From an optimization exercise on the open Yosys and OpenROAD flow, aimed at small area, a short achievable clock period and few clock cycles; shortcuts taken in it are not production practice.
Function was checked by simulation only, so behaviour that the tests miss may differ from the original.

==> design.v <==
module q9_dotacc (
    input  wire         clk,
    input  wire         rst,
    input  wire         in_valid,
    output wire         in_ready,
    input  wire         in_first,
    input  wire         in_last,
    input  wire         in_fmt,
    input  wire [127:0] in_w,
    input  wire [127:0] in_a,
    input  wire [15:0]  in_sw,
    input  wire [15:0]  in_sa,
    output reg          out_valid,
    output wire [31:0]  out_acc,
    output wire         out_nsc,
    output wire         out_of
);
    reg         r0_v, r0_first, r0_last, r0_fmt;
    reg [31:0]  r0_ps;
    reg [95:0]  r0_wm, r0_am;
    reg [15:0]  r0_sw, r0_sa;
    reg rdy;
    assign in_ready = rdy;
    integer i;
    always @(posedge clk) begin
        r0_v     <= ~rst & in_valid & in_ready;
        rdy      <= rst | ~(in_valid & in_ready & in_fmt);
        r0_first <= in_first;
        r0_last  <= in_last;
        r0_fmt   <= in_fmt;
        r0_sw    <= in_sw;
        r0_sa    <= in_sa;
        for (i = 0; i < 32; i = i + 1) begin
            r0_ps[i]         <= in_w[4*i+3] ^ in_a[4*i+3];
            r0_wm[3*i +: 3]  <= in_w[4*i +: 3];
            r0_am[3*i +: 3]  <= in_a[4*i +: 3];
        end
    end
    wire signed [12:0] s_lo, s_hi;
    q9_half_dot u_dot_lo (.ps(r0_ps[15:0]),  .wm(r0_wm[47:0]),  .am(r0_am[47:0]),  .s(s_lo));
    q9_half_dot u_dot_hi (.ps(r0_ps[31:16]), .wm(r0_wm[95:48]), .am(r0_am[95:48]), .s(s_hi));
    wire signed [13:0] s_first = {s_lo[12], s_lo} + (r0_fmt ? 14'sd0 : {s_hi[12], s_hi});
    reg         h_v, h_last;
    reg  [12:0] h_s;
    reg  [7:0]  h_sw, h_sa;
    always @(posedge clk) begin
        h_v    <= ~rst & ~h_v & r0_v & r0_fmt;
        h_last <= r0_last;
        h_s    <= s_hi;
        h_sw   <= r0_sw[15:8];
        h_sa   <= r0_sa[15:8];
    end
    reg                u_v, u_first, u_last, u_qf4;
    reg  signed [13:0] u_s;
    reg         [7:0]  u_sw, u_sa;
    always @(posedge clk) begin
        u_v     <= ~rst & (h_v | r0_v);
        u_first <= ~h_v & r0_first;
        u_last  <= h_v ? h_last : (r0_last & ~r0_fmt);
        u_qf4   <= h_v | r0_fmt;
        u_s     <= h_v ? {h_s[12], h_s} : s_first;
        u_sw    <= h_v ? h_sw : r0_sw[7:0];
        u_sa    <= h_v ? h_sa : r0_sa[7:0];
    end
    wire               c_nan, c_sign;
    wire        [18:0] c_sig;
    wire signed [10:0] c_k;
    q9_contrib u_c (
        .s(u_s), .qf4(u_qf4), .sw(u_sw), .sa(u_sa),
        .c_nan(c_nan), .c_sign(c_sign), .c_sig(c_sig), .c_k(c_k)
    );
    reg         r1_v, r1_first, r1_last;
    reg         r1_nan, r1_sign;
    reg  [18:0] r1_sig;
    reg  [10:0] r1_k;
    always @(posedge clk) begin
        r1_v     <= ~rst & u_v;
        r1_first <= u_first;
        r1_last  <= u_last;
        r1_nan   <= c_nan;
        r1_sign  <= c_sign;
        r1_sig   <= c_sig;
        r1_k     <= c_k;
    end
    reg [31:0] acc;
    reg        nsc;
    reg        ovf;
    assign out_acc = acc;
    assign out_nsc = nsc;
    assign out_of  = ovf;
    wire [31:0] acc_start = r1_first ? 32'h0000_0000 : acc;
    wire [31:0] sum;
    wire        of;
    q9_acc_add u_add (
        .acc(acc_start), .c_nan(r1_nan), .c_sign(r1_sign), .c_sig(r1_sig),
        .c_k(r1_k), .res(sum), .ovf(of)
    );
    always @(posedge clk) begin
        if (rst) begin
            out_valid <= 1'b0;
        end else begin
            out_valid <= r1_v & r1_last;
        end
        if (r1_v) begin
            acc <= sum;
            nsc <= (r1_first ? 1'b0 : nsc) | r1_nan;
            ovf <= (r1_first ? 1'b0 : ovf) | of;
        end
    end
endmodule
module q9_half_dot (
    input  wire        [15:0] ps,
    input  wire        [47:0] wm,
    input  wire        [47:0] am,
    output wire signed [12:0] s
);
    function [7:0] fp4_prod;
        input [2:0] cw, ca;
        reg [3:0] hw, ha;    
        reg [6:0] oh;        
        reg       f3w, f3a, f3, f9;
        begin
            hw[0] = (cw == 3'd1) | (cw == 3'd3);
            hw[1] = (cw == 3'd2) | (cw == 3'd5);
            hw[2] = (cw == 3'd4) | (cw == 3'd7);
            hw[3] = (cw == 3'd6);
            ha[0] = (ca == 3'd1) | (ca == 3'd3);
            ha[1] = (ca == 3'd2) | (ca == 3'd5);
            ha[2] = (ca == 3'd4) | (ca == 3'd7);
            ha[3] = (ca == 3'd6);
            f3w = cw[0] & (cw[2] | cw[1]);
            f3a = ca[0] & (ca[2] | ca[1]);
            f3  = f3w ^ f3a;
            f9  = f3w & f3a;
            oh[0] = hw[0] & ha[0];
            oh[1] = (hw[0] & ha[1]) | (hw[1] & ha[0]);
            oh[2] = (hw[0] & ha[2]) | (hw[1] & ha[1]) | (hw[2] & ha[0]);
            oh[3] = (hw[0] & ha[3]) | (hw[1] & ha[2]) | (hw[2] & ha[1]) | (hw[3] & ha[0]);
            oh[4] = (hw[1] & ha[3]) | (hw[2] & ha[2]) | (hw[3] & ha[1]);
            oh[5] = (hw[2] & ha[3]) | (hw[3] & ha[2]);
            oh[6] = hw[3] & ha[3];
            fp4_prod[0] = oh[0];
            fp4_prod[1] = oh[1] | (f3 & oh[0]);
            fp4_prod[2] = oh[2] | (f3 & oh[1]);
            fp4_prod[3] = oh[3] | (f3 & oh[2]) | (f9 & oh[0]);
            fp4_prod[4] = oh[4] | (f3 & oh[3]) | (f9 & oh[1]);
            fp4_prod[5] = oh[5] | (f3 & oh[4]) | (f9 & oh[2]);
            fp4_prod[6] = oh[6] | (f3 & oh[5]) | (f9 & oh[3]);
            fp4_prod[7] = f9 & oh[4];
        end
    endfunction
    wire [7:0] x0 = fp4_prod(wm[0 +: 3], am[0 +: 3]) ^ {8{ps[0]}};
    wire [7:0] x1 = fp4_prod(wm[3 +: 3], am[3 +: 3]) ^ {8{ps[1]}};
    wire [7:0] x2 = fp4_prod(wm[6 +: 3], am[6 +: 3]) ^ {8{ps[2]}};
    wire [7:0] x3 = fp4_prod(wm[9 +: 3], am[9 +: 3]) ^ {8{ps[3]}};
    wire [7:0] x4 = fp4_prod(wm[12 +: 3], am[12 +: 3]) ^ {8{ps[4]}};
    wire [7:0] x5 = fp4_prod(wm[15 +: 3], am[15 +: 3]) ^ {8{ps[5]}};
    wire [7:0] x6 = fp4_prod(wm[18 +: 3], am[18 +: 3]) ^ {8{ps[6]}};
    wire [7:0] x7 = fp4_prod(wm[21 +: 3], am[21 +: 3]) ^ {8{ps[7]}};
    wire [7:0] x8 = fp4_prod(wm[24 +: 3], am[24 +: 3]) ^ {8{ps[8]}};
    wire [7:0] x9 = fp4_prod(wm[27 +: 3], am[27 +: 3]) ^ {8{ps[9]}};
    wire [7:0] x10 = fp4_prod(wm[30 +: 3], am[30 +: 3]) ^ {8{ps[10]}};
    wire [7:0] x11 = fp4_prod(wm[33 +: 3], am[33 +: 3]) ^ {8{ps[11]}};
    wire [7:0] x12 = fp4_prod(wm[36 +: 3], am[36 +: 3]) ^ {8{ps[12]}};
    wire [7:0] x13 = fp4_prod(wm[39 +: 3], am[39 +: 3]) ^ {8{ps[13]}};
    wire [7:0] x14 = fp4_prod(wm[42 +: 3], am[42 +: 3]) ^ {8{ps[14]}};
    wire [7:0] x15 = fp4_prod(wm[45 +: 3], am[45 +: 3]) ^ {8{ps[15]}};
    wire s1, c2, s3, c4, s5, c6, s7, c8, s9, c10, s11, c12, s13, c14, s15, c16, s17, c18, s19, c20, s21, c22, s23, c24, s25, c26, s27, c28, s29, c30, s31, c32, s33, c34, s35, c36, s37, c38, s39, c40, s41, c42, s43, c44, s45, c46, s47, c48, s49, c50, s51, c52, s53, c54, s55, c56, s57, c58, s59, c60, s61, c62, s63, c64, s65, c66, s67, c68, s69, c70, s71, c72, s73, c74, s75, c76, s77, c78, s79, c80, s81, c82, s83, c84, s85, c86, s87, c88, s89, c90, s91, c92, s93, c94, s95, c96, s97, c98, s99, c100, s101, c102, s103, c104, s105, c106, s107, c108, s109, c110, s111, c112, s113, c114, s115, c116, s117, c118, s119, c120, s121, c122, s123, c124, s125, c126, s127, c128, s129, c130, s131, c132, s133, c134, s135, c136, s137, c138, s139, c140, s141, c142, s143, c144, s145, c146, s147, c148, s149, c150, s151, c152, s153, c154, s155, c156, s157, c158, s159, c160, s161, c162, s163, c164, s165, c166, s167, c168, s169, c170, s171, c172, s173, c174, s175, c176, s177, c178, s179, c180, s181, c182, s183, c184, s185, c186, s187, c188, s189, c190, s191, c192, s193, c194, s195, c196, s197, c198, s199, c200, s201, c202, s203, c204, s205, c206, s207, c208, s209, c210, s211, c212, s213, c214, s215, c216, s217, c218, s219, c220, s221, c222, s223, c224, s225, c226, s227, c228, s229, c230, s231, c232, s233, c234, s235, c236, s237, c238, s239, c240, s241, c242, s243, c244, s245, c246, s247, c248, s249, c250, s251, c252, s253, c254, s255, c256, s257, c258, s259, c260, s261, c262, s263, c264, s265, c266, s267, c268, s269, c270, s271, c272, s273, c274, s275, c276, s277, c278, s279, c280, s281, c282, s283, c284, s285, c286, s287, c288, s289, c290, s291, c292, s293, c294, s295, c296, s297, c298, s299, c300, s301, c302;
    assign s1 = x0[0] ^ ps[0] ^ x1[0];
    assign c2 = (x0[0] & ps[0]) | (x0[0] & x1[0]) | (ps[0] & x1[0]);
    assign s3 = ps[1] ^ x2[0] ^ ps[2];
    assign c4 = (ps[1] & x2[0]) | (ps[1] & ps[2]) | (x2[0] & ps[2]);
    assign s5 = s1 ^ s3 ^ x3[0];
    assign c6 = (s1 & s3) | (s1 & x3[0]) | (s3 & x3[0]);
    assign s7 = ps[3] ^ x4[0] ^ ps[4];
    assign c8 = (ps[3] & x4[0]) | (ps[3] & ps[4]) | (x4[0] & ps[4]);
    assign s9 = x5[0] ^ ps[5] ^ x6[0];
    assign c10 = (x5[0] & ps[5]) | (x5[0] & x6[0]) | (ps[5] & x6[0]);
    assign s11 = ps[6] ^ x7[0] ^ ps[7];
    assign c12 = (ps[6] & x7[0]) | (ps[6] & ps[7]) | (x7[0] & ps[7]);
    assign s13 = x8[0] ^ ps[8];
    assign c14 = x8[0] & ps[8];
    assign s15 = c2 ^ c4 ^ x0[1];
    assign c16 = (c2 & c4) | (c2 & x0[1]) | (c4 & x0[1]);
    assign s17 = x1[1] ^ x2[1] ^ x3[1];
    assign c18 = (x1[1] & x2[1]) | (x1[1] & x3[1]) | (x2[1] & x3[1]);
    assign s19 = s5 ^ s7 ^ s9;
    assign c20 = (s5 & s7) | (s5 & s9) | (s7 & s9);
    assign s21 = s11 ^ s13 ^ x9[0];
    assign c22 = (s11 & s13) | (s11 & x9[0]) | (s13 & x9[0]);
    assign s23 = ps[9] ^ x10[0] ^ ps[10];
    assign c24 = (ps[9] & x10[0]) | (ps[9] & ps[10]) | (x10[0] & ps[10]);
    assign s25 = c6 ^ c8 ^ c10;
    assign c26 = (c6 & c8) | (c6 & c10) | (c8 & c10);
    assign s27 = c12 ^ c14 ^ s15;
    assign c28 = (c12 & c14) | (c12 & s15) | (c14 & s15);
    assign s29 = s17 ^ x4[1] ^ x5[1];
    assign c30 = (s17 & x4[1]) | (s17 & x5[1]) | (x4[1] & x5[1]);
    assign s31 = x6[1] ^ x7[1] ^ x8[1];
    assign c32 = (x6[1] & x7[1]) | (x6[1] & x8[1]) | (x7[1] & x8[1]);
    assign s33 = x9[1] ^ x10[1];
    assign c34 = x9[1] & x10[1];
    assign s35 = c16 ^ c18 ^ x0[2];
    assign c36 = (c16 & c18) | (c16 & x0[2]) | (c18 & x0[2]);
    assign s37 = x1[2] ^ x2[2] ^ x3[2];
    assign c38 = (x1[2] & x2[2]) | (x1[2] & x3[2]) | (x2[2] & x3[2]);
    assign s39 = x4[2] ^ x5[2] ^ x6[2];
    assign c40 = (x4[2] & x5[2]) | (x4[2] & x6[2]) | (x5[2] & x6[2]);
    assign s41 = x7[2] ^ x8[2] ^ x9[2];
    assign c42 = (x7[2] & x8[2]) | (x7[2] & x9[2]) | (x8[2] & x9[2]);
    assign s43 = x10[2] ^ x11[2] ^ x12[2];
    assign c44 = (x10[2] & x11[2]) | (x10[2] & x12[2]) | (x11[2] & x12[2]);
    assign s45 = x0[3] ^ x1[3] ^ x2[3];
    assign c46 = (x0[3] & x1[3]) | (x0[3] & x2[3]) | (x1[3] & x2[3]);
    assign s47 = x3[3] ^ x4[3] ^ x5[3];
    assign c48 = (x3[3] & x4[3]) | (x3[3] & x5[3]) | (x4[3] & x5[3]);
    assign s49 = x6[3] ^ x7[3] ^ x8[3];
    assign c50 = (x6[3] & x7[3]) | (x6[3] & x8[3]) | (x7[3] & x8[3]);
    assign s51 = x9[3] ^ x10[3] ^ x11[3];
    assign c52 = (x9[3] & x10[3]) | (x9[3] & x11[3]) | (x10[3] & x11[3]);
    assign s53 = x0[4] ^ x1[4] ^ x2[4];
    assign c54 = (x0[4] & x1[4]) | (x0[4] & x2[4]) | (x1[4] & x2[4]);
    assign s55 = x3[4] ^ x4[4] ^ x5[4];
    assign c56 = (x3[4] & x4[4]) | (x3[4] & x5[4]) | (x4[4] & x5[4]);
    assign s57 = x6[4] ^ x7[4] ^ x8[4];
    assign c58 = (x6[4] & x7[4]) | (x6[4] & x8[4]) | (x7[4] & x8[4]);
    assign s59 = x9[4] ^ x10[4];
    assign c60 = x9[4] & x10[4];
    assign s61 = x0[5] ^ x1[5] ^ x2[5];
    assign c62 = (x0[5] & x1[5]) | (x0[5] & x2[5]) | (x1[5] & x2[5]);
    assign s63 = x3[5] ^ x4[5] ^ x5[5];
    assign c64 = (x3[5] & x4[5]) | (x3[5] & x5[5]) | (x4[5] & x5[5]);
    assign s65 = x6[5] ^ x7[5] ^ x8[5];
    assign c66 = (x6[5] & x7[5]) | (x6[5] & x8[5]) | (x7[5] & x8[5]);
    assign s67 = x9[5] ^ x10[5];
    assign c68 = x9[5] & x10[5];
    assign s69 = x0[6] ^ x1[6] ^ x2[6];
    assign c70 = (x0[6] & x1[6]) | (x0[6] & x2[6]) | (x1[6] & x2[6]);
    assign s71 = x3[6] ^ x4[6] ^ x5[6];
    assign c72 = (x3[6] & x4[6]) | (x3[6] & x5[6]) | (x4[6] & x5[6]);
    assign s73 = x6[6] ^ x7[6] ^ x8[6];
    assign c74 = (x6[6] & x7[6]) | (x6[6] & x8[6]) | (x7[6] & x8[6]);
    assign s75 = x9[6] ^ x10[6];
    assign c76 = x9[6] & x10[6];
    assign s77 = x0[7] ^ x1[7] ^ x2[7];
    assign c78 = (x0[7] & x1[7]) | (x0[7] & x2[7]) | (x1[7] & x2[7]);
    assign s79 = x3[7] ^ x4[7] ^ x5[7];
    assign c80 = (x3[7] & x4[7]) | (x3[7] & x5[7]) | (x4[7] & x5[7]);
    assign s81 = x6[7] ^ x7[7] ^ x8[7];
    assign c82 = (x6[7] & x7[7]) | (x6[7] & x8[7]) | (x7[7] & x8[7]);
    assign s83 = x9[7] ^ x10[7];
    assign c84 = x9[7] & x10[7];
    assign s85 = ~ps[0] ^ ~ps[1] ^ ~ps[2];
    assign c86 = (~ps[0] & ~ps[1]) | (~ps[0] & ~ps[2]) | (~ps[1] & ~ps[2]);
    assign s87 = ~ps[3] ^ ~ps[4] ^ ~ps[5];
    assign c88 = (~ps[3] & ~ps[4]) | (~ps[3] & ~ps[5]) | (~ps[4] & ~ps[5]);
    assign s89 = ~ps[6] ^ ~ps[7] ^ ~ps[8];
    assign c90 = (~ps[6] & ~ps[7]) | (~ps[6] & ~ps[8]) | (~ps[7] & ~ps[8]);
    assign s91 = ~ps[9] ^ ~ps[10];
    assign c92 = ~ps[9] & ~ps[10];
    assign s93 = s19 ^ s21 ^ s23;
    assign c94 = (s19 & s21) | (s19 & s23) | (s21 & s23);
    assign s95 = x11[0] ^ ps[11] ^ x12[0];
    assign c96 = (x11[0] & ps[11]) | (x11[0] & x12[0]) | (ps[11] & x12[0]);
    assign s97 = c20 ^ c22 ^ c24;
    assign c98 = (c20 & c22) | (c20 & c24) | (c22 & c24);
    assign s99 = s25 ^ s27 ^ s29;
    assign c100 = (s25 & s27) | (s25 & s29) | (s27 & s29);
    assign s101 = s31 ^ s33 ^ x11[1];
    assign c102 = (s31 & s33) | (s31 & x11[1]) | (s33 & x11[1]);
    assign s103 = c26 ^ c28 ^ c30;
    assign c104 = (c26 & c28) | (c26 & c30) | (c28 & c30);
    assign s105 = c32 ^ c34 ^ s35;
    assign c106 = (c32 & c34) | (c32 & s35) | (c34 & s35);
    assign s107 = s37 ^ s39 ^ s41;
    assign c108 = (s37 & s39) | (s37 & s41) | (s39 & s41);
    assign s109 = s43 ^ x13[2];
    assign c110 = s43 & x13[2];
    assign s111 = c36 ^ c38 ^ c40;
    assign c112 = (c36 & c38) | (c36 & c40) | (c38 & c40);
    assign s113 = c42 ^ c44 ^ s45;
    assign c114 = (c42 & c44) | (c42 & s45) | (c44 & s45);
    assign s115 = s47 ^ s49 ^ s51;
    assign c116 = (s47 & s49) | (s47 & s51) | (s49 & s51);
    assign s117 = x12[3] ^ x13[3] ^ x14[3];
    assign c118 = (x12[3] & x13[3]) | (x12[3] & x14[3]) | (x13[3] & x14[3]);
    assign s119 = c46 ^ c48 ^ c50;
    assign c120 = (c46 & c48) | (c46 & c50) | (c48 & c50);
    assign s121 = c52 ^ s53 ^ s55;
    assign c122 = (c52 & s53) | (c52 & s55) | (s53 & s55);
    assign s123 = s57 ^ s59 ^ x11[4];
    assign c124 = (s57 & s59) | (s57 & x11[4]) | (s59 & x11[4]);
    assign s125 = x12[4] ^ x13[4] ^ x14[4];
    assign c126 = (x12[4] & x13[4]) | (x12[4] & x14[4]) | (x13[4] & x14[4]);
    assign s127 = c54 ^ c56 ^ c58;
    assign c128 = (c54 & c56) | (c54 & c58) | (c56 & c58);
    assign s129 = c60 ^ s61 ^ s63;
    assign c130 = (c60 & s61) | (c60 & s63) | (s61 & s63);
    assign s131 = s65 ^ s67 ^ x11[5];
    assign c132 = (s65 & s67) | (s65 & x11[5]) | (s67 & x11[5]);
    assign s133 = x12[5] ^ x13[5] ^ x14[5];
    assign c134 = (x12[5] & x13[5]) | (x12[5] & x14[5]) | (x13[5] & x14[5]);
    assign s135 = c62 ^ c64 ^ c66;
    assign c136 = (c62 & c64) | (c62 & c66) | (c64 & c66);
    assign s137 = c68 ^ s69 ^ s71;
    assign c138 = (c68 & s69) | (c68 & s71) | (s69 & s71);
    assign s139 = s73 ^ s75 ^ x11[6];
    assign c140 = (s73 & s75) | (s73 & x11[6]) | (s75 & x11[6]);
    assign s141 = x12[6] ^ x13[6] ^ x14[6];
    assign c142 = (x12[6] & x13[6]) | (x12[6] & x14[6]) | (x13[6] & x14[6]);
    assign s143 = c70 ^ c72 ^ c74;
    assign c144 = (c70 & c72) | (c70 & c74) | (c72 & c74);
    assign s145 = c76 ^ s77 ^ s79;
    assign c146 = (c76 & s77) | (c76 & s79) | (s77 & s79);
    assign s147 = s81 ^ s83 ^ x11[7];
    assign c148 = (s81 & s83) | (s81 & x11[7]) | (s83 & x11[7]);
    assign s149 = x12[7] ^ x13[7] ^ x14[7];
    assign c150 = (x12[7] & x13[7]) | (x12[7] & x14[7]) | (x13[7] & x14[7]);
    assign s151 = c78 ^ c80 ^ c82;
    assign c152 = (c78 & c80) | (c78 & c82) | (c80 & c82);
    assign s153 = c84 ^ s85 ^ s87;
    assign c154 = (c84 & s85) | (c84 & s87) | (s85 & s87);
    assign s155 = s89 ^ s91 ^ ~ps[11];
    assign c156 = (s89 & s91) | (s89 & ~ps[11]) | (s91 & ~ps[11]);
    assign s157 = ~ps[12] ^ ~ps[13] ^ ~ps[14];
    assign c158 = (~ps[12] & ~ps[13]) | (~ps[12] & ~ps[14]) | (~ps[13] & ~ps[14]);
    assign s159 = s93 ^ s95 ^ ps[12];
    assign c160 = (s93 & s95) | (s93 & ps[12]) | (s95 & ps[12]);
    assign s161 = x13[0] ^ ps[13];
    assign c162 = x13[0] & ps[13];
    assign s163 = c94 ^ c96 ^ s97;
    assign c164 = (c94 & c96) | (c94 & s97) | (c96 & s97);
    assign s165 = s99 ^ s101 ^ x12[1];
    assign c166 = (s99 & s101) | (s99 & x12[1]) | (s101 & x12[1]);
    assign s167 = x13[1] ^ x14[1];
    assign c168 = x13[1] & x14[1];
    assign s169 = c98 ^ c100 ^ c102;
    assign c170 = (c98 & c100) | (c98 & c102) | (c100 & c102);
    assign s171 = s103 ^ s105 ^ s107;
    assign c172 = (s103 & s105) | (s103 & s107) | (s105 & s107);
    assign s173 = s109 ^ x14[2] ^ x15[2];
    assign c174 = (s109 & x14[2]) | (s109 & x15[2]) | (x14[2] & x15[2]);
    assign s175 = c104 ^ c106 ^ c108;
    assign c176 = (c104 & c106) | (c104 & c108) | (c106 & c108);
    assign s177 = c110 ^ s111 ^ s113;
    assign c178 = (c110 & s111) | (c110 & s113) | (s111 & s113);
    assign s179 = s115 ^ s117 ^ x15[3];
    assign c180 = (s115 & s117) | (s115 & x15[3]) | (s117 & x15[3]);
    assign s181 = c112 ^ c114 ^ c116;
    assign c182 = (c112 & c114) | (c112 & c116) | (c114 & c116);
    assign s183 = c118 ^ s119 ^ s121;
    assign c184 = (c118 & s119) | (c118 & s121) | (s119 & s121);
    assign s185 = s123 ^ s125 ^ x15[4];
    assign c186 = (s123 & s125) | (s123 & x15[4]) | (s125 & x15[4]);
    assign s187 = c120 ^ c122 ^ c124;
    assign c188 = (c120 & c122) | (c120 & c124) | (c122 & c124);
    assign s189 = c126 ^ s127 ^ s129;
    assign c190 = (c126 & s127) | (c126 & s129) | (s127 & s129);
    assign s191 = s131 ^ s133 ^ x15[5];
    assign c192 = (s131 & s133) | (s131 & x15[5]) | (s133 & x15[5]);
    assign s193 = c128 ^ c130 ^ c132;
    assign c194 = (c128 & c130) | (c128 & c132) | (c130 & c132);
    assign s195 = c134 ^ s135 ^ s137;
    assign c196 = (c134 & s135) | (c134 & s137) | (s135 & s137);
    assign s197 = s139 ^ s141 ^ x15[6];
    assign c198 = (s139 & s141) | (s139 & x15[6]) | (s141 & x15[6]);
    assign s199 = c136 ^ c138 ^ c140;
    assign c200 = (c136 & c138) | (c136 & c140) | (c138 & c140);
    assign s201 = c142 ^ s143 ^ s145;
    assign c202 = (c142 & s143) | (c142 & s145) | (s143 & s145);
    assign s203 = s147 ^ s149 ^ x15[7];
    assign c204 = (s147 & s149) | (s147 & x15[7]) | (s149 & x15[7]);
    assign s205 = c144 ^ c146 ^ c148;
    assign c206 = (c144 & c146) | (c144 & c148) | (c146 & c148);
    assign s207 = c150 ^ s151 ^ s153;
    assign c208 = (c150 & s151) | (c150 & s153) | (s151 & s153);
    assign s209 = s155 ^ s157 ^ ~ps[15];
    assign c210 = (s155 & s157) | (s155 & ~ps[15]) | (s157 & ~ps[15]);
    assign s211 = c152 ^ c154 ^ c156;
    assign c212 = (c152 & c154) | (c152 & c156) | (c154 & c156);
    assign s213 = c158 ^ c86 ^ c88;
    assign c214 = (c158 & c86) | (c158 & c88) | (c86 & c88);
    assign s215 = c90 ^ c92;
    assign c216 = c90 & c92;
    assign s217 = s159 ^ s161 ^ x14[0];
    assign c218 = (s159 & s161) | (s159 & x14[0]) | (s161 & x14[0]);
    assign s219 = c160 ^ c162 ^ s163;
    assign c220 = (c160 & c162) | (c160 & s163) | (c162 & s163);
    assign s221 = s165 ^ s167;
    assign c222 = s165 & s167;
    assign s223 = c164 ^ c166 ^ c168;
    assign c224 = (c164 & c166) | (c164 & c168) | (c166 & c168);
    assign s225 = s169 ^ s171 ^ s173;
    assign c226 = (s169 & s171) | (s169 & s173) | (s171 & s173);
    assign s227 = c170 ^ c172 ^ c174;
    assign c228 = (c170 & c172) | (c170 & c174) | (c172 & c174);
    assign s229 = s175 ^ s177 ^ s179;
    assign c230 = (s175 & s177) | (s175 & s179) | (s177 & s179);
    assign s231 = c176 ^ c178 ^ c180;
    assign c232 = (c176 & c178) | (c176 & c180) | (c178 & c180);
    assign s233 = s181 ^ s183 ^ s185;
    assign c234 = (s181 & s183) | (s181 & s185) | (s183 & s185);
    assign s235 = c182 ^ c184 ^ c186;
    assign c236 = (c182 & c184) | (c182 & c186) | (c184 & c186);
    assign s237 = s187 ^ s189 ^ s191;
    assign c238 = (s187 & s189) | (s187 & s191) | (s189 & s191);
    assign s239 = c188 ^ c190 ^ c192;
    assign c240 = (c188 & c190) | (c188 & c192) | (c190 & c192);
    assign s241 = s193 ^ s195 ^ s197;
    assign c242 = (s193 & s195) | (s193 & s197) | (s195 & s197);
    assign s243 = c194 ^ c196 ^ c198;
    assign c244 = (c194 & c196) | (c194 & c198) | (c196 & c198);
    assign s245 = s199 ^ s201 ^ s203;
    assign c246 = (s199 & s201) | (s199 & s203) | (s201 & s203);
    assign s247 = c200 ^ c202 ^ c204;
    assign c248 = (c200 & c202) | (c200 & c204) | (c202 & c204);
    assign s249 = s205 ^ s207 ^ s209;
    assign c250 = (s205 & s207) | (s205 & s209) | (s207 & s209);
    assign s251 = c206 ^ c208 ^ c210;
    assign c252 = (c206 & c208) | (c206 & c210) | (c208 & c210);
    assign s253 = s211 ^ s213 ^ s215;
    assign c254 = (s211 & s213) | (s211 & s215) | (s213 & s215);
    assign s255 = c212 ^ c214;
    assign c256 = c212 & c214;
    assign s257 = s217 ^ ps[14];
    assign c258 = s217 & ps[14];
    assign s259 = c218 ^ s219 ^ s221;
    assign c260 = (c218 & s219) | (c218 & s221) | (s219 & s221);
    assign s261 = c220 ^ c222 ^ s223;
    assign c262 = (c220 & c222) | (c220 & s223) | (c222 & s223);
    assign s263 = c224 ^ c226 ^ s227;
    assign c264 = (c224 & c226) | (c224 & s227) | (c226 & s227);
    assign s265 = c228 ^ c230 ^ s231;
    assign c266 = (c228 & c230) | (c228 & s231) | (c230 & s231);
    assign s267 = c232 ^ c234 ^ s235;
    assign c268 = (c232 & c234) | (c232 & s235) | (c234 & s235);
    assign s269 = c236 ^ c238 ^ s239;
    assign c270 = (c236 & c238) | (c236 & s239) | (c238 & s239);
    assign s271 = c240 ^ c242 ^ s243;
    assign c272 = (c240 & c242) | (c240 & s243) | (c242 & s243);
    assign s273 = c244 ^ c246 ^ s247;
    assign c274 = (c244 & c246) | (c244 & s247) | (c246 & s247);
    assign s275 = c248 ^ c250 ^ s251;
    assign c276 = (c248 & c250) | (c248 & s251) | (c250 & s251);
    assign s277 = c252 ^ c254 ^ s255;
    assign c278 = (c252 & c254) | (c252 & s255) | (c254 & s255);
    assign s279 = s257 ^ x15[0];
    assign c280 = s257 & x15[0];
    assign s281 = c258 ^ s259 ^ x15[1];
    assign c282 = (c258 & s259) | (c258 & x15[1]) | (s259 & x15[1]);
    assign s283 = c260 ^ s261 ^ s225;
    assign c284 = (c260 & s261) | (c260 & s225) | (s261 & s225);
    assign s285 = c262 ^ s263 ^ s229;
    assign c286 = (c262 & s263) | (c262 & s229) | (s263 & s229);
    assign s287 = c264 ^ s265 ^ s233;
    assign c288 = (c264 & s265) | (c264 & s233) | (s265 & s233);
    assign s289 = c266 ^ s267 ^ s237;
    assign c290 = (c266 & s267) | (c266 & s237) | (s267 & s237);
    assign s291 = c268 ^ s269 ^ s241;
    assign c292 = (c268 & s269) | (c268 & s241) | (s269 & s241);
    assign s293 = c270 ^ s271 ^ s245;
    assign c294 = (c270 & s271) | (c270 & s245) | (s271 & s245);
    assign s295 = c272 ^ s273 ^ s249;
    assign c296 = (c272 & s273) | (c272 & s249) | (s273 & s249);
    assign s297 = c274 ^ s275 ^ s253;
    assign c298 = (c274 & s275) | (c274 & s253) | (s275 & s253);
    assign s299 = c276 ^ s277 ^ c216;
    assign c300 = (c276 & s277) | (c276 & c216) | (s277 & c216);
    assign s301 = c278 ^ c256;
    assign c302 = c278 & c256;
    wire [12:0] ra = {c302, c300, c298, c296, c294, c292, c290, c288, c286, c284, c282, c280, s279};
    wire [12:0] rb = {1'b1, s301, s299, s297, s295, s293, s291, s289, s287, s285, s283, s281, ps[15]};
    wire [13:0] rc;
    wire [12:0] rs;
    assign rc[0] = 1'b0;
    genvar k;
    generate
        for (k = 0; k < 13; k = k + 1) begin : g_rca
            assign rs[k]   = ra[k] ^ rb[k] ^ rc[k];
            assign rc[k+1] = (ra[k] & rb[k]) | (ra[k] & rc[k]) | (rb[k] & rc[k]);
        end
    endgenerate
    assign s = rs;
endmodule
module q9_contrib (
    input  wire signed [13:0] s,
    input  wire               qf4,
    input  wire        [7:0]  sw,
    input  wire        [7:0]  sa,
    output wire               c_nan,
    output wire               c_sign,
    output wire        [18:0] c_sig,
    output wire signed [10:0] c_k
);
    wire [12:0] s_abs = s[13] ? -s[12:0] : s[12:0];
    wire [3:0] sig_w = qf4 ? {(sw[7:3] != 5'd0), sw[2:0]} : 4'd1;
    wire [3:0] sig_a = qf4 ? {(sa[7:3] != 5'd0), sa[2:0]} : 4'd1;
    wire [4:0] ew    = (sw[7:3] == 5'd0) ? 5'd1 : sw[7:3];
    wire [4:0] ea    = (sa[7:3] == 5'd0) ? 5'd1 : sa[7:3];
    wire [7:0]  sig_prod = sig_w * sig_a;
    wire [18:0] mag      = s_abs * sig_prod;
    wire signed [10:0] e_lsb = qf4 ? ($signed({6'd0, ew}) + $signed({6'd0, ea}) - 11'sd38)
                                   : ($signed({3'd0, sw}) + $signed({3'd0, sa}) - 11'sd256);
    reg [4:0] lz;
    integer i;
    always @(*) begin
        lz = 5'd19;
        for (i = 0; i < 19; i = i + 1)
            if (mag[i]) lz = 5'd18 - i[4:0];
    end
    wire zero = (mag == 19'd0);
    assign c_nan  = (sw == 8'hFF) | (sa == 8'hFF);
    assign c_sign = s[13] & ~zero;
    assign c_sig  = mag << lz;
    assign c_k    = zero ? -11'sd400 : e_lsb + 11'sd145 - $signed({6'd0, lz});
endmodule
module q9_acc_add (
    input  wire        [31:0] acc,
    input  wire               c_nan,
    input  wire               c_sign,
    input  wire        [18:0] c_sig,
    input  wire signed [10:0] c_k,
    output reg         [31:0] res,
    output reg                ovf
);
    wire [7:0]  a_e   = acc[30:23];
    wire        a_nz  = (a_e != 8'd0);
    wire        a_max = (a_e == 8'hFF);
    wire        a_nan = a_max & (acc[22:0] != 23'd0);
    wire        a_inf = a_max & (acc[22:0] == 23'd0);
    wire [23:0] a_sig = {a_nz, acc[22:0]};
    wire [7:0]  a_e1  = {a_e[7:1], a_e[0] | ~a_nz};
    wire [23:0] c_s24 = {c_sig, 5'd0};
    wire signed [11:0] d_ac = $signed({4'd0, a_e1}) - $signed({c_k[10], c_k});
    wire signed [11:0] d_ca = $signed({c_k[10], c_k}) - $signed({4'd0, a_e1});
    wire        a_ge  = (a_sig >= c_s24);
    wire        e_gt  = ($signed({4'd0, a_e1}) > $signed({c_k[10], c_k}));
    wire        e_eq  = ({3'd0, a_e1} == c_k);
    wire        a_big = e_gt | (e_eq & a_ge);
    wire [11:0] d     = a_big ? d_ac : d_ca;
    wire [4:0]  sh    = (d > 12'd27) ? 5'd27 : d[4:0];
    wire [23:0] big_sig = a_big ? a_sig : c_s24;
    wire [23:0] sml_sig = a_big ? c_s24 : a_sig;
    wire        s_big   = a_big ? acc[31] : c_sign;
    wire        s_sml   = a_big ? c_sign : acc[31];
    wire [9:0]  eb_big  = a_big ? {2'd0, a_e1} - 10'd1 : c_k[9:0] - 10'd1;
    wire [26:0] al0 = {sml_sig, 3'd0};
    wire [26:0] al1 = sh[4] ? {16'd0, al0[26:17], al0[16:0] != 17'd0}  : al0;
    wire [26:0] al2 = sh[3] ? { 8'd0, al1[26:9],  al1[8:0]  != 9'd0}   : al1;
    wire [26:0] al3 = sh[2] ? { 4'd0, al2[26:5],  al2[4:0]  != 5'd0}   : al2;
    wire [26:0] al4 = sh[1] ? { 2'd0, al3[26:3],  al3[2:0]  != 3'd0}   : al3;
    wire [26:0] s_al = sh[0] ? { 1'd0, al4[26:2], al4[1:0]  != 2'd0}   : al4;
    wire [26:0] b_al = {big_sig, 3'd0};
    wire        sub  = s_big ^ s_sml;
    wire [27:0] x    = {1'b0, b_al} + ({1'b0, s_al} ^ {28{sub}}) + {27'd0, sub};
    wire        neg  = sub & x[27];
    wire        s_lo = (s_al[2:0] != 3'd0);
    wire [27:0] m    = neg ? {1'b0, ~x[26:3], s_al[2:0]} : x;
    wire        sgn  = neg ? s_sml : s_big;
    wire        zero = ~neg & (x == 28'd0);
    reg [4:0] lz;
    integer i;
    always @(*) begin
        lz = 5'd27;
        for (i = 0; i < 27; i = i + 1)
            if (x[i]) lz = 5'd26 - i[4:0];
    end
    wire [4:0]  ls   = ({5'd0, lz} > eb_big) ? eb_big[4:0] : lz;
    wire [26:0] xn   = x[26:0] << ls;
    wire [26:0] mn   = neg ? m[26:0] : xn;
    wire [23:0] kept = m[27] ? m[27:4] : mn[26:3];
    wire        g    = m[27] ? m[3]    : mn[2];
    wire        st   = m[27] ? (m[2:0] != 3'd0) : (mn[1:0] != 2'd0);
    wire        up   = (g & (st | kept[0])) | (neg & ~s_lo);
    wire [24:0] kr   = {1'b0, kept} + {24'd0, up};
    wire [9:0]  e_base = m[27] ? eb_big + 10'd1 : eb_big - {5'd0, ls};
    wire [9:0]  e_fld  = e_base + {8'd0, kr[24:23]};
    wire        e_ovf  = (e_base >= 10'd255) | ((e_base == 10'd254) & (kr[24] | kr[23]))
                       | ((e_base == 10'd253) & kr[24]);
    always @(*) begin
        ovf = 1'b0;
        if (c_nan | a_nan) begin
            res = 32'h7FC0_0000;
        end else if (a_inf) begin
            res = acc;
        end else if (zero) begin
            res = 32'h0000_0000;
        end else if (e_ovf) begin
            res = {sgn, 8'hFF, 23'd0};
            ovf = 1'b1;
        end else begin
            res = {sgn, e_fld[7:0], kr[22:0]};
        end
    end
endmodule
==> run.sh <==
#!/bin/bash
# synth_recipe.tcl (not shown) runs the flow's synth.tcl, then flattens the netlist and writes it again
# the make line also repeats each setting of config.mk as NAME=value (left out here)
make -C /OpenROAD-flow-scripts/flow DESIGN_CONFIG=/design/flow/config.mk WORK_HOME=/design/flow/orfs CLKGATE_MAP_FILE= SYNTH_SCRIPT=/design/flow/synth_recipe.tcl finish
==> config.mk <==
export PLATFORM = sky130hd
export DESIGN_NAME = q9_dotacc
export DESIGN_NICKNAME = q9_dotacc
export VERILOG_FILES = /design/flow/design.v
export SDC_FILE = /design/flow/constraint.sdc
export NUM_CORES = 4
export LEC_CHECK = 0
export ABC_AREA = 1
export CAP_MARGIN = 20
export CORE_MARGIN = 2
export CORE_UTILIZATION = 40
export SLEW_MARGIN = 20
==> constraint.sdc <==
create_clock -name core_clock -period 90.0 [get_ports {clk}]
set_input_delay 18.0000 -clock core_clock [delete_from_list [all_inputs] [get_ports {clk}]]
set_output_delay 18.0000 -clock core_clock [all_outputs]
set_load 0.01 [all_outputs]
==> run_results.csv, run 1 <==
group,metric,value,unit
min_path,whs_endpoint,"r1_first$_DFF_P_",
global_routing,grt_max_degree,77,
clock_tree,clk_path_buf_depth,3,
synthesis,ys_seq_area_share,18.8,%
synthesis,synthCells,6207,
clock_tree,cts_max_level,2,
min_path,holdCritPathClass,"register to register",
synthesis,syn-num-nets,7094,
clock_tree,cts_root_buf,"clkbuf_16",
critical_path,slowest_stage,"clkdlybuf4s50_1",
synthesis,synth_cell_type_count,74,
synthesis,synth-async-reset-ratio,0,%
floorplanning,initial_utilization,40.3,%
placement,gp_routability_congestion,0.953,
critical_path,cp_slowest_stage_delay,0.61,ns
route,postRouteAntennaNets,0,
timing,rsz0062_at_grt,"false",
placement,io_buffers,329,
critical_path,reg2reg_slack,73.30,ns
route,wl_per_cell,15.5,um
synthesis,synth_edf_count,34,
timing,setup-tns-final,0,ns
critical_path,critical_path_buf_inv_count,1,
synthesis,syn_area_per_cell,7.07,um2
critical_path,required,72.00,ns
clock_tree,clkTransAtPathRegs,0.06,ns
global_routing,grt_pass1_wl,197000,um
clock_tree,ctsResizeCount,0,
critical_path,critPathKind,"register to output port",
timing,fmax,50.6,MHz
timing,fin_skew,0.0153,ns
critical_path,crit_family,"buffers and inverters",
route,routed_wl,123000,um
floorplanning,die_area,0.112,mm2
route,drc,0,
floorplanning,die_x,335,um
global_routing,antenna_found_initial,2,
cells_and_area,drive_gt1_share,4.55,%
timing,worst_pin_slew,1.04,ns
critical_path,reg2reg_depth,82,
run_status,status,"timing/DRC/antenna clean",
cells_and_area,final-seq-area,0.00827,mm2
critical_path,worst_ep_arrival_time,1.75,ns
global_routing,grt_pass1_vias,38600,
cells_and_area,antenna_cells,0,
clock_tree,cts_buffers,44,
floorplanning,std_cell_rows,121,
synthesis,synthXorXnorAreaFrac,8.28,%
synthesis,synth_compound_area_share,14.5,%
critical_path,cp_max_fo,1,
synthesis,synth_top_family_by_area,"adder cells",
route,drt_iter0_markers,2685,
synthesis,muxShareOfSynthArea,0.114,%
global_routing,top_usage_layer,"met2",
floorplanning,io-pin-count,330,
clock_tree,cts_tree,"done",
timing,finalHoldViolations,0,
synthesis,synth_fa_ha_area_share,23.0,%
cells_and_area,nFillCells,11100,
route,dr.pass1.iters,8,
clock_tree,clk_latency,0.61,ns
min_path,holdCritStartpoint,"u_first$_DFF_P_",
clock_tree,cts.sinks,396,
cells_and_area,fin_nets,7353,
timing,holdWs,0.320,ns
timing,finalCriticalPeriod,19.75,ns
synthesis,ys_ff_latch,396,
cells_and_area,final_common_cell,"inv_1",
critical_path,crit_path_start_kind,"register",
global_routing,grt_use_met3,3.00,%
timing,period_share,21.9,%
placement,dpl.hpwl,104000,um
critical_path,end_kind,"output port",
clock_tree,hold_buffers,0,
synthesis,yosysWarnings,4,
timing,relSlewSlack,30.9,%
critical_path,timing.rr.start,"r1_first$_DFF_P_",
floorplanning,core,0.109,mm2
route,via_count,39600,
cells_and_area,multiInputGateArea,0.0301,mm2
critical_path,crit_chain,"clkdlybuf4s50_1",
synthesis,synth_top_flop_cell,"dfxtp_1",
cells_and_area,area_growth,13.5,%
job,drv_cap,0,
min_path,whs_path_depth,0,
global_routing,grt_use_met1,28.0,%
critical_path,timing.rr.end,"acc[15]$_SDFFCE_PN0P_",
floorplanning,die_y,335,um
cells_and_area,layout_common_cells,"inv_1 (1203), nand2_1 (1117), nor2_1 (622)",
global_routing,grtUsageTotal,21.7,%
synthesis,syn-cell-area,0.0439,mm2
timing,finalSetupViolations,0,
synthesis,synth-simple-area-share,22.6,%
global_routing,gr-total-overflow,0,
global_routing,use_met2,37.7,%
clock_tree,post_cts_buffers,0,
route,vias_per_cell,5.00,
timing,slew_viol_final,0,
==> worst register-to-register path, delay by kind of cell, from the launching register on <==
family / cells / cell delay (ns)
fa+ha+maj: 7 / 2.10
simple gates: 43 / 7.34
xor+xnor: 4 / 0.91
buf+inv: 12 / 3.19
compound gates: 16 / 2.61
flops: 1 / 0.30
==> per-stage QoR <==
| stage | setup slack, ns | std cells | util [%] | cell area, um2 |
|---|---|---|---|---|
| 3_3_place_gp | 70.91 | 7834 | 44.4 | 48300 |
| 2_1_floorplan | 71.58 | 6207 | - | 43900 |
| 6_report | 70.25 | 7913 | 45.8 | 49800 |
| 5_1_grt | 70.21 | 7913 | 45.8 | 49800 |
| 4_1_cts | 70.23 | 7913 | 45.8 | 49800 |
| 3_5_place_dp | 70.91 | 7834 | 44.4 | 48300 |
==> kinds of logic after synthesis <==
family	count (synthesis)
fa+ha+maj	593
flops	396
simple gates	2296
buf+inv	1397
mux	5
compound gates	1115
xor+xnor	405
==> sequential cells by signal, summed over array words and instances (netlist names), 13 cells and up <==
name	count
r0_am	96
acc	32
r1_sig	19
r0_ps	32
r0_wm	96
h_s	13
r0_sw	16
r0_sa	16
u_s	14
==> per-layer routing <==
layer,wire length [um],up-vias
met5,13,-
met3,6390,157
met1,54300,18300
li1,-,20200
met4,3500,2
met2,58900,962
==> synthesized netlist by cell type, types with 68 or more instances <==
cell type | n | area [um2]
inv_1 | 1203 | 4520
nand2_1 | 1117 | 4190
nor2_1 | 622 | 2330
o21ai_0 | 460 | 2300
a21oi_1 | 369 | 1850
xor2_1 | 364 | 3190
dfxtp_1 | 362 | 7250
fa_1 | 355 | 7110
nand3_1 | 302 | 1510
ha_1 | 238 | 2980
o221ai_1 | 71 | 622
clkbuf_1 | 70 | 263
o22ai_1 | 68 | 425
==> area by class of cell <==
type / instances / area share, %
Clock buffer: 57 / 2.44
Multi-Input combinational cell: 4414 / 60.4
Timing Repair Buffer: 346 / 6.87
Sequential cell: 396 / 16.6
Inverter: 1264 / 9.54
Clock inverter: 22 / 0.600
Tap cell: 1414 / 3.55
==> how the worst max path moves through the flow <==
stage / start / endpoint / slack (ns) / depth (start not counted)
after floorplan: acc[23]$_SDFFCE_PN1P_ / out_acc[23] / 71.58 / 0
after global placement: out_valid$_SDFF_PP0_ / out_valid / 70.91 / 1
after detailed placement: out_valid$_SDFF_PP0_ / out_valid / 70.91 / 1
after CTS: out_valid$_SDFF_PP0_ / out_valid / 70.23 / 1
after global routing: out_valid$_SDFF_PP0_ / out_valid / 70.21 / 1
final: out_valid$_SDFF_PP0_ / out_valid / 70.25 / 1
Testbench counts, summed over its fixed seeds: cycles 46,863.
==> run 2: changes to the inputs <==
--- a/design.v
+++ b/design.v
@@ -76,10 +76,10 @@
     always @(posedge clk) begin
         r1_v     <= ~rst & u_v;
-        r1_first <= u_first;
+        r1_first <= u_v & u_first;
         r1_last  <= u_last;
-        r1_nan   <= c_nan;
+        r1_nan   <= u_v & c_nan;
         r1_sign  <= c_sign;
-        r1_sig   <= c_sig;
-        r1_k     <= c_k;
+        r1_sig   <= u_v ? c_sig : 19'd0;
+        r1_k     <= u_v ? c_k : -11'sd400;
     end
     reg [31:0] acc;
@@ -102,9 +102,7 @@
             out_valid <= r1_v & r1_last;
         end
-        if (r1_v) begin
-            acc <= sum;
-            nsc <= (r1_first ? 1'b0 : nsc) | r1_nan;
-            ovf <= (r1_first ? 1'b0 : ovf) | of;
-        end
+        acc <= sum;
+        nsc <= (r1_first ? 1'b0 : nsc) | r1_nan;
+        ovf <= (r1_first ? 1'b0 : ovf) | of;
     end
 endmodule
==> flow/run.sh (new file) <==
#!/bin/bash
# The standard layout (the standard.sh, standard synthesis included), with
# two changes to how it is built:
#  - every input and output port is buffered by sky130_fd_sc_hd__buf_1 instead
#    of the buffer cell buffer_ports picks by default (clkdlybuf4s50_1);
#  - clock tree synthesis runs with the flow's usual arguments plus
#    -dont_use_dummy_load (no dummy load cells), with sinks clustered 22 at a
#    time within 300 um.
# Each tool's output goes to the ORFS logs under orfs/logs; this script's own
# output goes to flow_run.log in the folder it runs in.
set -euo pipefail
bash standard.sh \
  "BUFFER_PORTS_ARGS=-buffer_cell sky130_fd_sc_hd__buf_1" \
  "CTS_ARGS=-sink_clustering_enable -repair_clock_nets -sink_clustering_size 22 -sink_clustering_max_diameter 300 -dont_use_dummy_load" \
  finish > flow_run.log 2>&1
==> standard.sh (new file) <==
#!/bin/bash
# synth_recipe.tcl (not shown) runs the flow's synth.tcl, then flattens the netlist and writes it again
# the make line also repeats each setting of config.mk as NAME=value (left out here)
make -C /OpenROAD-flow-scripts/flow DESIGN_CONFIG=/design/flow/config.mk WORK_HOME=/design/flow/orfs CLKGATE_MAP_FILE= SYNTH_SCRIPT=/design/flow/synth_recipe.tcl "${@:-finish}"
--- a/config.mk
+++ b/config.mk
@@ -9,4 +9,6 @@
 export CAP_MARGIN = 20
 export CORE_MARGIN = 2
-export CORE_UTILIZATION = 40
+export CORE_UTILIZATION = 60
+export CTS_CLUSTER_DIAMETER = 300
+export CTS_CLUSTER_SIZE = 22
 export SLEW_MARGIN = 20
removed: run.sh
==> run 2 against run 1 <==
Compared with the run above: still clean on timing, DRC and antenna; flip-flop and latch count is the same; area after synthesis shrank 1.6%; synthesized cell count about the same; sequential share of layout area is 0.75 points higher; critical path type unchanged; highest routed layer is now met4.
==> run_results.csv, run 2 <==
group,metric,value,unit
critical_path,cp_max_fo,2,
clock_tree,cts.sinks,396,
route,via_count,39900,
cells_and_area,antenna_cells,0,
cells_and_area,drive_gt1_share,2.76,%
route,routed_wl,116000,um
critical_path,crit_family,"flip-flops",
critical_path,cp_slowest_stage_delay,0.37,ns
timing,period_share,21.3,%
run_status,status,"timing/DRC/antenna clean",
timing,rsz0062_at_grt,"false",
timing,relSlewSlack,32.4,%
critical_path,required,72.00,ns
synthesis,synth_largest_area_cell,"dfxtp_1",
synthesis,synth_edf_count,0,
route,drc,0,
synthesis,yosysTopAreaCellShare,18.3,%
cells_and_area,final_util,64.0,%
cells_and_area,area_growth,5.74,%
clock_tree,cts_root_buf,"clkbuf_16",
placement,place_ws,71.50,ns
timing,setup-tns-final,0,ns
synthesis,synth_cell_type_count,73,
timing,finalSetupViolations,0,
clock_tree,hold_buffers,0,
clock_tree,clkTransAtPathRegs,0.12,ns
cells_and_area,fin_nets,7333,
min_path,holdCritPathClass,"register to register",
timing,fin_skew,0.0321,ns
cells_and_area,final_common_cell,"inv_1",
synthesis,yosysWarnings,4,
global_routing,gr-total-overflow,0,
floorplanning,die_area,0.0742,mm2
route,postRouteAntennaNets,0,
route,dr.pass1.iters,6,
critical_path,slowest_stage,"dfxtp_1",
synthesis,synth_top_flop_cell,"dfxtp_1",
floorplanning,die_x,272,um
synthesis,synth-async-reset-ratio,0,%
floorplanning,core,0.0714,mm2
global_routing,grtUsageTotal,30.9,%
clock_tree,clk_latency,0.59,ns
cells_and_area,fin_area,0.0457,mm2
timing,worst_pin_slew,1.01,ns
timing,fmax,52.3,MHz
critical_path,end_kind,"output port",
critical_path,worst_ep_arrival_time,1.13,ns
synthesis,synthTopCellsByArea,"dfxtp_1 (18%), fa_1 (16%), inv_1 (10%)",
synthesis,synthCells,6206,
synthesis,syn_area_per_cell,6.96,um2
critical_path,critical_path_buf_inv_count,1,
route,wl_per_cell,15.7,um
placement,io_buffers,329,
clock_tree,cts_buffers,21,
synthesis,syn-cell-area,0.0432,mm2
cells_and_area,layout_common_cells,"inv_1 (1206), nand2_1 (1145), nor2_1 (625)",
critical_path,reg2reg_slack,71.96,ns
timing,holdWs,0.332,ns
synthesis,ys_seq_area_share,18.3,%
route,drt_iter0_markers,3013,
floorplanning,io-pin-count,330,
placement,place_area,0.0451,mm2
timing,finalCriticalPeriod,19.13,ns
global_routing,grt_pass1_wl,188000,um
job,drv_cap,0,
clock_tree,clk_path_buf_depth,3,
critical_path,crit_path_start_kind,"register",
clock_tree,cts_max_level,1,
clock_tree,cts_tree,"done",
critical_path,critPathKind,"register to output port",
timing,worst_slack,70.87,ns
placement,gp_routability_congestion,0.983,
global_routing,grt_max_degree,90,
synthesis,syn-num-nets,7093,
floorplanning,die_y,272,um
synthesis,yosysMostFrequentCell,"inv_1",
placement,dpl.hpwl,98000,um
synthesis,ys_ff_latch,396,
route,vias_per_cell,5.40,
timing,slew_viol_final,0,
floorplanning,std_cell_rows,98,
clock_tree,post_cts_buffers,0,
floorplanning,initial_utilization,60.5,%
critical_path,crit_chain,"buf_1",
clock_tree,ctsResizeCount,0,
global_routing,grt_pass1_vias,38200,
synthesis,synth_common_cells,"inv_1 (1206), nand2_1 (1145), nor2_1 (625)",
timing,finalHoldViolations,0,
cells_and_area,reg.largest.list,"r0_am x96, r0_wm x96",
global_routing,antenna_found_initial,0,
run 2: layout make-up:
type                            instances  area (um2)
Tap cell                              950        1190
Timing Repair Buffer                  347        1370
Inverter                             1251        4700
Fill cell                            6764       25700
Clock buffer                           21         526
Multi-Input combinational cell       4429       30000
Sequential cell                       396        7930
run 2: logic make-up (layout without fill, tap and decap cells):
family	count (synthesis)	count (layout)	share of synthesized area [%]
AND/OR/NAND/NOR	2291	2291	22.4
AO/OA/AOI/OAI	1145	1145	15.4
multiplexers	6	6	0.139
buffers and inverters	1381	1619	12.3
adder cells (fa/ha/maj)	593	593	23.3
flip-flops	396	396	18.3
XOR/XNOR	394	394	8.06
run 2: stage by stage:
stage,cells
floorplan,6206
global placement,7373
detailed placement,7373
CTS,7394
global route,7394
finish,7394
run 2: final timing paths:
kind                      start                  to  cells after the start
max reg2reg    r1_first$_DFF_P_  acc[30]$_SDFF_PN1_                     82
min           r0_sa[15]$_DFF_P_     h_sa[7]$_DFF_P_                      0
min reg2reg   r0_sa[15]$_DFF_P_     h_sa[7]$_DFF_P_                      0
max          acc[11]$_SDFF_PN0_         out_acc[11]                      1
run 2: layer usage:
metal / up-vias / share of wire, % / GRT usage, %
li1: 20100 / - / -
met1: 18400 / 44 / 40.4
met2: 1207 / 48 / 53.9
met3: 182 / 5.7 / 3.17
met4: 0 / 3.2 / 9.43
met5: - / 0 / 0
Testbench counts of run 2, summed over its fixed seeds: cycles 46,863.
==> run 3: changes to the inputs <==
--- a/config.mk
+++ b/config.mk
@@ -9,6 +9,7 @@
 export CAP_MARGIN = 20
 export CORE_MARGIN = 2
-export CORE_UTILIZATION = 60
+export CORE_UTILIZATION = 40
 export CTS_CLUSTER_DIAMETER = 300
 export CTS_CLUSTER_SIZE = 22
+export PLACE_DENSITY = 0.75
 export SLEW_MARGIN = 20
==> run 3 against run 2 <==
Compared with the run above: sequential share of layout area shrank 0.21 points; first-iteration DRC count fell by 0.17%; flip-flop and latch count stayed put; largest cell class unchanged.
==> run_results.csv, run 3 <==
group,metric,value,unit
run_status,status,"timing/DRC/antenna clean",
clock_tree,cts_max_level,1,
critical_path,crit_path_start_kind,"register",
route,routed_wl,124000,um
timing,finalSetupViolations,0,
clock_tree,cts_buffers,21,
synthesis,syn-num-nets,7093,
global_routing,grt_max_degree,46,
synthesis,syn_area_per_cell,6.96,um2
cells_and_area,drive_gt1_share,2.76,%
route,drc,0,
floorplanning,die_x,333,um
critical_path,cp_max_fo,1,
clock_tree,post_cts_buffers,0,
clock_tree,cts_root_buf,"clkbuf_16",
synthesis,muxShareOfSynthArea,0.139,%
route,postRouteAntennaNets,0,
clock_tree,ctsResizeCount,0,
floorplanning,io-pin-count,330,
global_routing,grt_pass1_vias,39300,
timing,finalHoldViolations,0,
placement,gp_routability_congestion,0.980,
placement,dpl.hpwl,104000,um
critical_path,timing.rr.start,"r1_first$_DFF_P_",
placement,io_buffers,329,
cells_and_area,fin_nets,7334,
cells_and_area,final_util,43.2,%
route,wl_per_cell,15.8,um
synthesis,synth_edf_count,0,
synthesis,synthCells,6206,
floorplanning,std_cell_rows,120,
cells_and_area,nFillCells,10900,
synthesis,synth-simple-area-share,22.4,%
route,vias_per_cell,5.13,
floorplanning,die_area,0.111,mm2
timing,relSlewSlack,22.7,%
synthesis,synth-async-reset-ratio,0,%
floorplanning,die_y,333,um
clock_tree,clk_latency,0.60,ns
timing,rsz0062_at_grt,"false",
synthesis,yosysTopAreaCellShare,18.3,%
synthesis,yosysWarnings,4,
global_routing,gr-total-overflow,0,
synthesis,synth_fa_ha_area_share,23.3,%
cells_and_area,reg.largest.list,"r0_am x96, r0_wm x96",
cells_and_area,layout_common_cells,"inv_1 (1206), nand2_1 (1145), nor2_1 (624)",
clock_tree,hold_buffers,0,
timing,finalCriticalPeriod,19.24,ns
critical_path,end_kind,"output port",
synthesis,syn-cell-area,0.0432,mm2
critical_path,critical_path_buf_inv_count,1,
min_path,whs_path_depth,0,
synthesis,synth_common_cells,"inv_1 (1206), nand2_1 (1145), nor2_1 (625)",
floorplanning,initial_utilization,40.4,%
cells_and_area,antenna_cells,0,
critical_path,worst_ep_arrival_time,1.23,ns
min_path,whs_endpoint,"h_sw[3]$_DFF_P_",
critical_path,required,72.00,ns
clock_tree,clk_path_buf_depth,3,
synthesis,synth_compound_area_share,15.4,%
clock_tree,cts.sinks,396,
critical_path,slowest_stage,"dfxtp_1",
synthesis,ys_seq_area_share,18.3,%
global_routing,grtUsageTotal,22.0,%
critical_path,timing.rr.end,"acc[30]$_SDFF_PN1_",
synthesis,synthXorXnorAreaFrac,8.06,%
synthesis,synth_top_family_by_area,"adder cells",
cells_and_area,area_growth,7.02,%
critical_path,crit_chain,"buf_1",
critical_path,critPathKind,"register to output port",
timing,fin_skew,0.0372,ns
clock_tree,clkTransAtPathRegs,0.09,ns
min_path,holdCritStartpoint,"r0_sw[11]$_DFF_P_",
synthesis,ys_ff_latch,396,
global_routing,antenna_found_initial,0,
timing,worst_pin_slew,1.15,ns
floorplanning,core,0.107,mm2
critical_path,reg2reg_depth,89,
route,drt_iter0_markers,3008,
critical_path,crit_family,"flip-flops",
job,drv_cap,0,
critical_path,reg2reg_slack,71.72,ns
synthesis,synthTopCellsByArea,"dfxtp_1 (18%), fa_1 (16%), inv_1 (10%)",
timing,period_share,21.4,%
route,dr.pass1.iters,6,
synthesis,synth_cell_type_count,73,
timing,setup-tns-final,0,ns
synthesis,yosysMostFrequentCell,"inv_1",
cells_and_area,final_common_cell,"inv_1",
route,via_count,40200,
min_path,holdCritPathClass,"register to register",
critical_path,cp_slowest_stage_delay,0.46,ns
synthesis,synth_largest_area_cell,"dfxtp_1",
synthesis,synth_top_flop_cell,"dfxtp_1",
timing,slew_viol_final,0,
clock_tree,cts_tree,"done",
global_routing,grt_pass1_wl,199000,um
timing,fmax,52.0,MHz
run 3: final cells by class:
class                      count  area [um2]  share of cell area, %
timing repair buffer         348        1380                   2.98
clock buffer                  21         526                   1.14
sequential                   396        7930                   17.1
tap                         1403        1760                   3.80
multi-input combinational   4429       30000                   64.8
inverter                    1251        4700                   10.2
run 3: worst max path at each step:
stage / startpoint / endpoint / slack, ns / cells after the start
after floorplan: acc[26]$_SDFF_PN1_ / out_acc[26] / 71.64 / 0
after global placement: out_valid$_SDFF_PP0_ / out_valid / 71.32 / 1
after detailed placement: out_valid$_SDFF_PP0_ / out_valid / 71.31 / 1
after CTS: out_valid$_SDFF_PP0_ / out_valid / 70.66 / 1
after global routing: r1_first$_DFF_P_ / acc[30]$_SDFF_PN1_ / 70.45 / 89
final: out_valid$_SDFF_PP0_ / out_valid / 70.77 / 1
run 3: cell families after synthesis:
| group | Yosys count |
|---|---|
| compound gates | 1145 |
| xor+xnor | 394 |
| fa+ha+maj | 593 |
| buf+inv | 1381 |
| flops | 396 |
| mux | 6 |
| simple gates | 2291 |
run 3: metal layers:
layer  vias to the layer above  GRT usage [%]  wire length (um)
li1                      20100              -                 -
met1                     18600           26.3             50800
met2                      1224           39.7             60400
met3                       274           2.08              6190
met4                         0           10.0              6420
met5                         -              0                 0
run 3: through the flow:
stage                     setup slack [ns]  std cells  hold slack (ns)  area (um2)
after floorplan                      71.64       6206            0.310       43200
after global routing                 70.45       7848            0.335       46200
after CTS                            70.66       7848            0.332       46200
after detailed placement             71.31       7827            0.312       45700
final                                70.77       7848            0.332       46200
after global placement               71.32       7827            0.310       45700
==> run 4: changes to the inputs <==
--- a/config.mk
+++ b/config.mk
@@ -12,4 +12,3 @@
 export CTS_CLUSTER_DIAMETER = 300
 export CTS_CLUSTER_SIZE = 22
-export PLACE_DENSITY = 0.75
 export SLEW_MARGIN = 20
==> run 4 against run 3 <==
Compared with the run above: still clean on timing, DRC and antenna; first-iteration DRC count down 21%; flip-flop and latch count unchanged; clock-buffer cell count unchanged; sequential share of layout area about the same; worst hold slack worse by 0.0061 ns; clock skew down 0.0036 ns; register-to-register slack better by 1.1 ns; wire length down 1.5%; cell area about the same.
==> run_results.csv, run 4 <==
group,metric,value,unit
synthesis,yosysWarnings,4,
cells_and_area,drive_gt1_share,2.73,%
synthesis,muxShareOfSynthArea,0.139,%
global_routing,antenna_found_initial,0,
min_path,holdCritPathClass,"register to register",
global_routing,grt_pass1_wl,195000,um
floorplanning,core,0.107,mm2
timing,rsz0062_at_grt,"false",
synthesis,synth_top_flop_cell,"dfxtp_1",
route,postRouteAntennaNets,0,
floorplanning,die_y,333,um
critical_path,cp_max_fo,3,
placement,dpl.hpwl,104000,um
placement,io_buffers,329,
placement,place_ws,71.35,ns
run_status,status,"timing/DRC/antenna clean",
cells_and_area,area_growth,7.01,%
synthesis,synth_compound_area_share,15.4,%
clock_tree,clk_latency,0.60,ns
timing,worst_slack,70.72,ns
route,wl_per_cell,15.5,um
clock_tree,cts_buffers,21,
floorplanning,die_area,0.111,mm2
synthesis,syn-cell-area,0.0432,mm2
timing,finalCriticalPeriod,19.28,ns
clock_tree,cts.sinks,396,
global_routing,gr-total-overflow,0,
placement,place_inst,7825,
synthesis,synth_largest_area_cell,"dfxtp_1",
synthesis,synth_common_cells,"inv_1 (1206), nand2_1 (1145), nor2_1 (625)",
clock_tree,post_cts_buffers,0,
route,drc,0,
placement,gp_routability_congestion,0.945,
cells_and_area,reg.largest.list,"r0_am x96, r0_wm x96",
clock_tree,ctsResizeCount,0,
timing,setup-tns-final,0,ns
route,drt_iter0_markers,2378,
cells_and_area,final_cell_count_no_fill,7847,
clock_tree,clk_path_buf_depth,3,
cells_and_area,fin_nets,7333,
global_routing,grt_max_degree,72,
synthesis,synth_top_family_by_area,"adder cells",
clock_tree,cts_root_buf,"clkbuf_16",
timing,fin_skew,0.0336,ns
timing,fmax,51.9,MHz
floorplanning,die_x,333,um
synthesis,synthTopCellsByArea,"dfxtp_1 (18%), fa_1 (16%), inv_1 (10%)",
timing,worst_pin_slew,1.00,ns
cells_and_area,layout_common_cells,"inv_1 (1206), nand2_1 (1145), nor2_1 (625)",
synthesis,syn_area_per_cell,6.96,um2
critical_path,end_kind,"output port",
synthesis,synth_edf_count,0,
cells_and_area,fin_area,0.0462,mm2
floorplanning,io-pin-count,330,
critical_path,slowest_stage,"dfxtp_1",
synthesis,synthXorXnorAreaFrac,8.06,%
cells_and_area,nFillCells,11200,
critical_path,crit_family,"flip-flops",
clock_tree,cts_max_level,1,
placement,place_area,0.0457,mm2
route,dr_wl_met3,4880,um
synthesis,synthCells,6206,
critical_path,crit_path_start_kind,"register",
synthesis,ys_seq_area_share,18.3,%
global_routing,grtUsageTotal,21.6,%
synthesis,yosysMostFrequentCell,"inv_1",
clock_tree,clkTransAtPathRegs,0.12,ns
critical_path,critPathKind,"register to output port",
global_routing,grt_pass1_vias,38000,
==> run 4: changes by cell type in the layout (fill, tap and decap cells not counted), sizes merged <==
cell / delta
buf: -2
clkbuf: +1
==> run 4: final cells by class <==
cell class	instances	area, um2	share of cell area, %
Clock buffer	21	526	1.14
Inverter	1251	4700	10.2
Multi-Input combinational cell	4429	30000	64.8
Sequential cell	396	7930	17.1
Tap cell	1403	1760	3.80
Timing Repair Buffer	347	1370	2.96
==> run 4: routing by layer <==
metal	GRT usage, %	up-vias
met5	0	-
met1	27.7	18100
met3	1.77	157
met4	6.74	0
met2	38.4	888
li1	-	20100
==> run 4: path summary, 6_finish.rpt <==
check                          from                 end  slack [ns]  cells past startpoint
setup / recovery  acc[0]$_SDFF_PN0_          out_acc[0]       70.72                      1
hold / removal    r0_sa[12]$_DFF_P_     h_sa[4]$_DFF_P_        0.33                      0
setup reg to reg   r1_first$_DFF_P_  acc[30]$_SDFF_PN1_       72.84                     86
hold reg to reg   r0_sa[12]$_DFF_P_     h_sa[4]$_DFF_P_        0.33                      0
==> run 4: cell families (layout without fill, tap and decap cells) <==
| group | after synthesis | after routing |
|---|---|---|
| compound gates | 1145 | 1145 |
| xor+xnor | 394 | 394 |
| flops | 396 | 396 |
| fa+ha+maj | 593 | 593 |
| simple gates | 2291 | 2291 |
| buf+inv | 1381 | 1619 |
| mux | 6 | 6 |
==> run 4: worst register-to-register path, delay by kind of cell (launching register included) <==
family / cells / cell delay, ns
adder cells (fa/ha/maj): 7 / 1.88
buffers and inverters: 13 / 3.44
flip-flops: 1 / 0.31
AO/OA/AOI/OAI: 16 / 3.26
XOR/XNOR: 3 / 0.78
AND/OR/NAND/NOR: 47 / 7.41
==> run 4: metrics by stage <==
| stage | util [%] | hold WS (ns) |
|---|---|---|
| after global routing | 43.2 | 0.325 |
| after floorplan | - | 0.310 |
| after global placement | 42.7 | 0.310 |
| after detailed placement | 42.7 | 0.314 |
| final | 43.2 | 0.326 |
| after CTS | 43.2 | 0.326 |

[what the ideal ports hide]
The flow's constraints put no driver on any port. The routed layouts listed below were extracted and timed again, unchanged, in two steps.
Step 1 (the two cells are an assumption about what drives the block):
set clk [get_ports {clk}]
set_driving_cell -lib_cell sky130_fd_sc_hd__clkbuf_16 $clk
set_driving_cell -lib_cell sky130_fd_sc_hd__buf_2 [delete_from_list [all_inputs] $clk]
Step 2 also shifts input and output timing later by t, the mid clock arrival at the registers, as if the neighbouring blocks saw the same clock.
Three values: no drivers, after step 1, after step 2; two values: the first two.
run | t (ns) | setup slack, ns | hold slack, ns | slew at the worst register clock pin (ns)
run 1 | 0.666 | 70.247 / 70.179 / 70.845 | 0.320 / 0.320 / 0.320 | 0.07 / 0.07
run 2 | 0.638 | 70.873 / 70.805 / 71.443 | 0.332 / 0.332 / 0.332 | 0.12 / 0.12
run 3 | 0.650 | 70.765 / 70.702 / 71.352 | 0.332 / 0.332 / 0.332 | 0.12 / 0.12
run 4 | 0.647 | 70.719 / 70.653 / 71.300 | 0.326 / 0.326 / 0.326 | 0.12 / 0.12
After both steps every run listed still meets setup and hold.
